Source: an optimization exercise on an open RTL-to-GDS flow (aim: small area). Production flows keep margins and buffers that such runs may drop. Function was checked by simulation only, so behaviour that the tests miss may differ from the original. Power is estimated from default activity; no workload was simulated.

Setup of v41:
==> flow/design.v <==
module hb_stage #(
    parameter integer W = 32,
    parameter integer L = 5,
    parameter integer P = 0
) (
    input  wire         clk,
    input  wire         wr,
    input  wire         wr2,
    input  wire [W-1:0] din,
    output wire [W-1:0] head
);
    reg [W*L-1:0] r;
    assign head = r[W*L-1 -: W];
    generate
        if (L == 1) begin : g1
            always @(posedge clk) r <= wr ? din : head;
        end else if (P == 0) begin : gn
            always @(posedge clk) r <= {r[W*(L-1)-1:0], wr ? din : head};
        end else begin : gp
            always @(posedge clk)
                r <= {r[W*(L-1)-1:W*P], wr2 ? din : r[W*P-1 -: W],
                      r[W*(P-1)-1:0], wr ? din : head};
        end
    endgenerate
endmodule
module hb_decim (
    input  wire        clk,
    input  wire        rst,
    input  wire        in_valid,
    input  wire [31:0] in_data,
    output wire        t2_valid,
    output wire [31:0] t2_data,
    output wire        t3_valid,
    output wire [31:0] t3_data,
    output wire        t4_valid,
    output wire [31:0] t4_data,
    output wire        t5_valid,
    output wire [31:0] t5_data
);
    function integer m_of(input integer s);
        m_of = (s == 0) ? 5 : (s == 1) ? 7 : (s == 2) ? 11 : 19;
    endfunction
    function signed [22:0] coef(input [1:0] s, input [3:0] k);
        begin
            coef = 23'sd0;
            case (s)
                2'd0: case (k)
                    4'd0: coef =  23'sd2338087;
                    4'd1: coef = -23'sd241832;
                    4'd2: coef =  23'sd2887;
                    default: coef = 23'sd0;
                   endcase
                2'd1: case (k)
                    4'd0: coef =  23'sd2447711;
                    4'd1: coef = -23'sd393584;
                    4'd2: coef =  23'sd43147;
                    4'd3: coef = -23'sd349;
                    default: coef = 23'sd0;
                   endcase
                2'd2: case (k)
                    4'd0: coef =  23'sd2554595;
                    4'd1: coef = -23'sd593787;
                    4'd2: coef =  23'sd166659;
                    4'd3: coef = -23'sd33685;
                    4'd4: coef =  23'sd3382;
                    4'd5: coef = -23'sd28;
                    default: coef = 23'sd0;
                   endcase
                default: case (k)
                    4'd0: coef =  23'sd2639330;
                    4'd1: coef = -23'sd801240;
                    4'd2: coef =  23'sd397538;
                    4'd3: coef = -23'sd211800;
                    4'd4: coef =  23'sd109571;
                    4'd5: coef = -23'sd52170;
                    4'd6: coef =  23'sd21749;
                    4'd7: coef = -23'sd7383;
                    4'd8: coef =  23'sd1745;
                    4'd9: coef = -23'sd141;
                    default: coef = 23'sd0;
                   endcase
            endcase
        end
    endfunction
    reg  [31:0] x;           
    reg  [55:0] acc;
    reg  [55:0] p4;          
    reg         busy;        
    reg         pre;         
    reg   [1:0] stg;         
    reg         xp;          
    reg         hi;          
    reg         first;       
    reg   [4:0] kk;          
    reg         wdone;       
    reg   [3:0] tv;          
    reg   [3:0] pend;        
    reg         epend;       
    reg         prereq;      
    wire [31:0] e_head [0:3];
    wire [31:0] o_head [0:3];
    wire  [3:0] e_wr, e_wr2, o_wr;
    wire  [4:0] ea_v [0:3];
    wire  [5:0] cnt_v [0:3];
    wire  [3:0] o_old;
    wire  [3:0] in_s;        
    wire  [3:0] in_even;     
    wire [4:0] m_s   = m_of(stg);
    wire       rlast = (kk == m_s - 1);
    wire       t_end = busy && (xp ? hi : (rlast && hi && pre));
    wire       p_end = busy && !pre && xp && hi;       
    genvar s;
    generate
        for (s = 0; s < 4; s = s + 1) begin : g_st
            localparam integer M = (s == 0) ? 5 : (s == 1) ? 7 : (s == 2) ? 11 : 19;
            localparam integer K = (M + 1) / 2;
            reg [5:0] cnt;    
            reg [4:0] ea;     
            reg [3:0] oa;     
            wire [5:0] cnt_n = (cnt == 2*M + 2) ? 2*M + 1 : cnt + 1'b1;
            assign in_s[s]    = (s == 0) ? in_valid : (p_end && stg == s - 1);
            assign in_even[s] = in_s[s] && !cnt_n[0];
            assign cnt_v[s]   = cnt;
            assign ea_v[s]    = ea;
            if (s < 3) begin : g_wr
                assign e_wr[s]  = busy && (stg == s) && hi && !xp && (ea == M - 1) && !wdone;
                assign e_wr2[s] = 1'b0;
            end else begin : g_wr4
                assign e_wr[s]  = epend && (ea == M - 1);
                assign e_wr2[s] = epend && (ea == 8);
            end
            assign o_wr[s]  = pend[s] && (oa == K - 1);
            assign o_old[s] = (oa == K - 1);
            always @(posedge clk) begin
                if (rst) begin
                    cnt <= 6'd0;
                    ea  <= M - 1;
                    oa  <= K - 1;
                end else begin
                    if (in_s[s]) cnt <= cnt_n;
                    if (!e_wr[s] && !e_wr2[s]) ea <= (ea == 0) ? M - 1 : ea - 1'b1;
                    if (!o_wr[s]) oa <= (oa == 0) ? K - 1 : oa - 1'b1;
                end
            end
            hb_stage #(.W(32), .L(M), .P(s == 3 ? 10 : 0)) u_e (
                .clk(clk), .wr(e_wr[s]), .wr2(e_wr2[s]), .din(x), .head(e_head[s]));
            hb_stage #(.W(32), .L(K), .P(0)) u_o (
                .clk(clk), .wr(o_wr[s]), .wr2(1'b0), .din(x), .head(o_head[s]));
        end
    endgenerate
    wire  [4:0] ea_s  = ea_v[stg];
    wire  [5:0] cnt_s = cnt_v[stg] + pre;           
    wire  [4:0] pa    = wdone ? ea_s : ea_s + 1'b1;  
    wire        e_ok  = (cnt_s >= 2 * pa + 1);
    wire        c_ok  = (cnt_s >= m_s + 1);
    wire signed [31:0] opnd = !busy ? 32'sd0 : xp ? x : e_ok ? e_head[stg] : 32'sd0;
    wire  [4:0] t     = xp ? m_s : (m_s > 2 * pa ? m_s - 2 * pa : 2 * pa - m_s);
    wire signed [22:0] c  = coef(stg, t[4:1]);
    wire signed [11:0] ch = hi ? c[22:11] : {1'b0, c[10:0]};
    wire signed [43:0] prod = opnd * ch;
    wire [55:0] term  = hi ? {{1{prod[43]}}, prod, 11'd0} : {{12{prod[43]}}, prod};
    wire        ctr   = busy && !xp && !hi && (kk < (m_s + 1) / 2) && o_old[stg] && c_ok;
    wire [55:0] cterm = ctr ? {{2{o_head[stg][31]}}, o_head[stg], 22'd0} : 56'd0;
    wire [55:0] acc_in   = !first ? acc : (xp ? p4 : 56'd4194304);
    wire [55:0] acc_next = acc_in + term + cterm;
    function [31:0] sat(input [32:0] v);
        sat = (v[32] != v[31]) ? {v[32], {31{~v[32]}}} : v[31:0];
    endfunction
    always @(posedge clk) begin
        acc <= acc_next;
        if (busy && pre && t_end)
            p4 <= acc_next;
        if (rst) begin
            busy   <= 1'b0;
            pre    <= 1'b0;
            stg    <= 2'd0;
            xp     <= 1'b0;
            hi     <= 1'b0;
            first  <= 1'b0;
            kk     <= 5'd0;
            wdone  <= 1'b0;
            tv     <= 4'd0;
            pend   <= 4'd0;
            epend  <= 1'b0;
            prereq <= 1'b0;
        end else begin
            tv    <= 4'd0;
            first <= 1'b0;
            pend  <= (pend & ~o_wr) | (in_s & ~in_even);
            wdone <= wdone | (|e_wr[2:0]);
            if (e_wr[3] || e_wr2[3]) epend <= 1'b0;
            if (in_s[3] && !in_even[3]) prereq <= 1'b1;
            if (in_s[0])
                x <= in_data;
            if (busy) begin
                if (xp) begin
                    hi <= 1'b1;
                end else if (rlast) begin
                    kk <= 5'd0;
                    hi <= 1'b1;
                    if (hi) begin
                        xp <= 1'b1;
                        hi <= 1'b0;
                    end
                end else begin
                    kk <= kk + 1'b1;
                end
                if (t_end) begin
                    busy <= 1'b0;
                    if (!pre) tv[stg] <= 1'b1;
                end
                if (p_end && stg != 2'd3)
                    x <= sat(acc_next[55:23]);
            end
            if (|in_even) begin
                busy  <= 1'b1;
                pre   <= 1'b0;
                first <= 1'b1;
                kk    <= 5'd0;
                hi    <= 1'b0;
                wdone <= 1'b0;
                xp    <= in_even[3];
                stg   <= in_even[0] ? 2'd0 : in_even[1] ? 2'd1 : in_even[2] ? 2'd2 : 2'd3;
                if (in_even[3]) epend <= 1'b1;
            end else if (!busy && prereq && !pend[3]) begin
                busy   <= 1'b1;
                pre    <= 1'b1;
                first  <= 1'b1;
                kk     <= 5'd0;
                hi     <= 1'b0;
                wdone  <= 1'b0;
                xp     <= 1'b0;
                stg    <= 2'd3;
                prereq <= 1'b0;
            end
        end
    end
    assign t2_valid = tv[0];
    assign t3_valid = tv[1];
    assign t4_valid = tv[2];
    assign t5_valid = tv[3];
    assign t2_data = x;
    assign t3_data = x;
    assign t4_data = x;
    assign t5_data = sat(acc[55:23]);
endmodule
clock: 25.0 ns
lec_check: 0
cap_margin: 20
core_margin: 2
core_utilization: 40
cts_cluster_diameter: 60
cts_cluster_size: 24
place_density: 0.6
slew_margin: 20
run.sh (not shown) runs the stock make flow with config.mk's settings and CLKGATE_MAP_FILE= SYNTH_SCRIPT=/design/flow/synth_recipe.tcl, a recipe that flattens the netlist after the stock synthesis.
The following lists how v32 was set up differently from v41:
- a deleted CTS_CLUSTER_SIZE that had been 24
- a deleted CTS_CLUSTER_DIAMETER that had been 60
Notes after the runs:
Taking v41 as the reference, in v32 total number of clock tree sinks did not really move, final area went up, count of maximum capacitance violations did not really move, routed length on met2 went up, detailed-route wire length went up. [compare] base=v41 new=v32: worst slew margin relative to its limit grew by 2.3 points; clock skew grew by 0.0049 ns.
Changes in v45 relative to v32:
- CTS_CLUSTER_SIZE now 30, previously not set
- CORE_UTILIZATION now 60, was 40
- CTS_BUF_LIST now sky130_fd_sc_hd__clkbuf_8, previously not set
- ABC_AREA now 1, previously not set
- PLACE_DENSITY now 0.75, was 0.6
==> notes.md <==
- Number of multi-input combinational cells in the layout: v45 higher than v32
- Going from v32 to v45, number of instances in the synthesized netlist grew by more than 10%.
- Relative to v32, net load switching power has increased by 85 µW in v45.
- Relative to v32, the total chip power measured on v45 has decreased by a few percent.
- x[1]$_DFFE_PN_ as the capturing instance or port of the critical path was reported by v32, and x[3]$_DFFE_PN_ by v45.
- | mux share of post-synthesis cell area | lower: v45 |
- Measured against each other, v45 and v32 differ in global-route usage over all layers, the higher figure coming from v45.
### v45 -> v28
- PLACE_DENSITY: 0.75 -> 0.6
- CORE_UTILIZATION: 60 -> 40
- CTS_BUF_LIST: sky130_fd_sc_hd__clkbuf_8 -> unset
- ABC_AREA: 1 -> unset
- CTS_CLUSTER_DIAMETER: unset -> 80
### Flow results
Looking at timing endpoint of the critical path, the x[1]$_DFFE_PN_ result is from v28; the x[3]$_DFFE_PN_ one comes from v45.
The synthesized instance count number comes out higher for v45 vs v28.
v45 → v28: row count moved up, net switching power moved down, synthesized area level.
Changes observed in v28 relative to v45: power per cell area has decreased, die outline area +about 50%, number of logic inverters in the finished layout has decreased, layout overhead on the synthesized area decreased by 3.1 points relative to the old numbers.
In v28 the core utilization turned out 24 points lower than in v45.

## port drivers added, routing unchanged
No port has a modelled driver above. Below, the same layouts with a new extraction and two added sets of constraints. Step 1 sets driving cells, clkbuf_16 on the clock port and buf_2 on the other inputs (assumed; they add their load-dependent delay and slew). Step 2 moves the port delays by t, midway between the first and last clock arrival at a register: inputs arrive t later, outputs are due t later. That takes back most of the time a late clock gives input paths. a / b / c = ideal / step 1 / step 2; a / b = the first two.
run | t, ns | setup WS [ns] | hold slack, ns | pins driven straight from the clock port
v41 | 0.899 | 6.052 / 6.052 / 6.052 | 0.306 / 0.306 / 0.306 | 1
v32 | 0.917 | 6.117 / 6.117 / 6.117 | 0.299 / 0.299 / 0.299 | 1
v45 | 1.035 | 8.910 / 8.910 / 8.910 | 0.261 / 0.261 / 0.261 | 1
v28 | 0.863 | 6.031 / 6.031 / 6.031 | 0.290 / 0.290 / 0.290 | 1
After both steps every run listed still meets setup and hold.
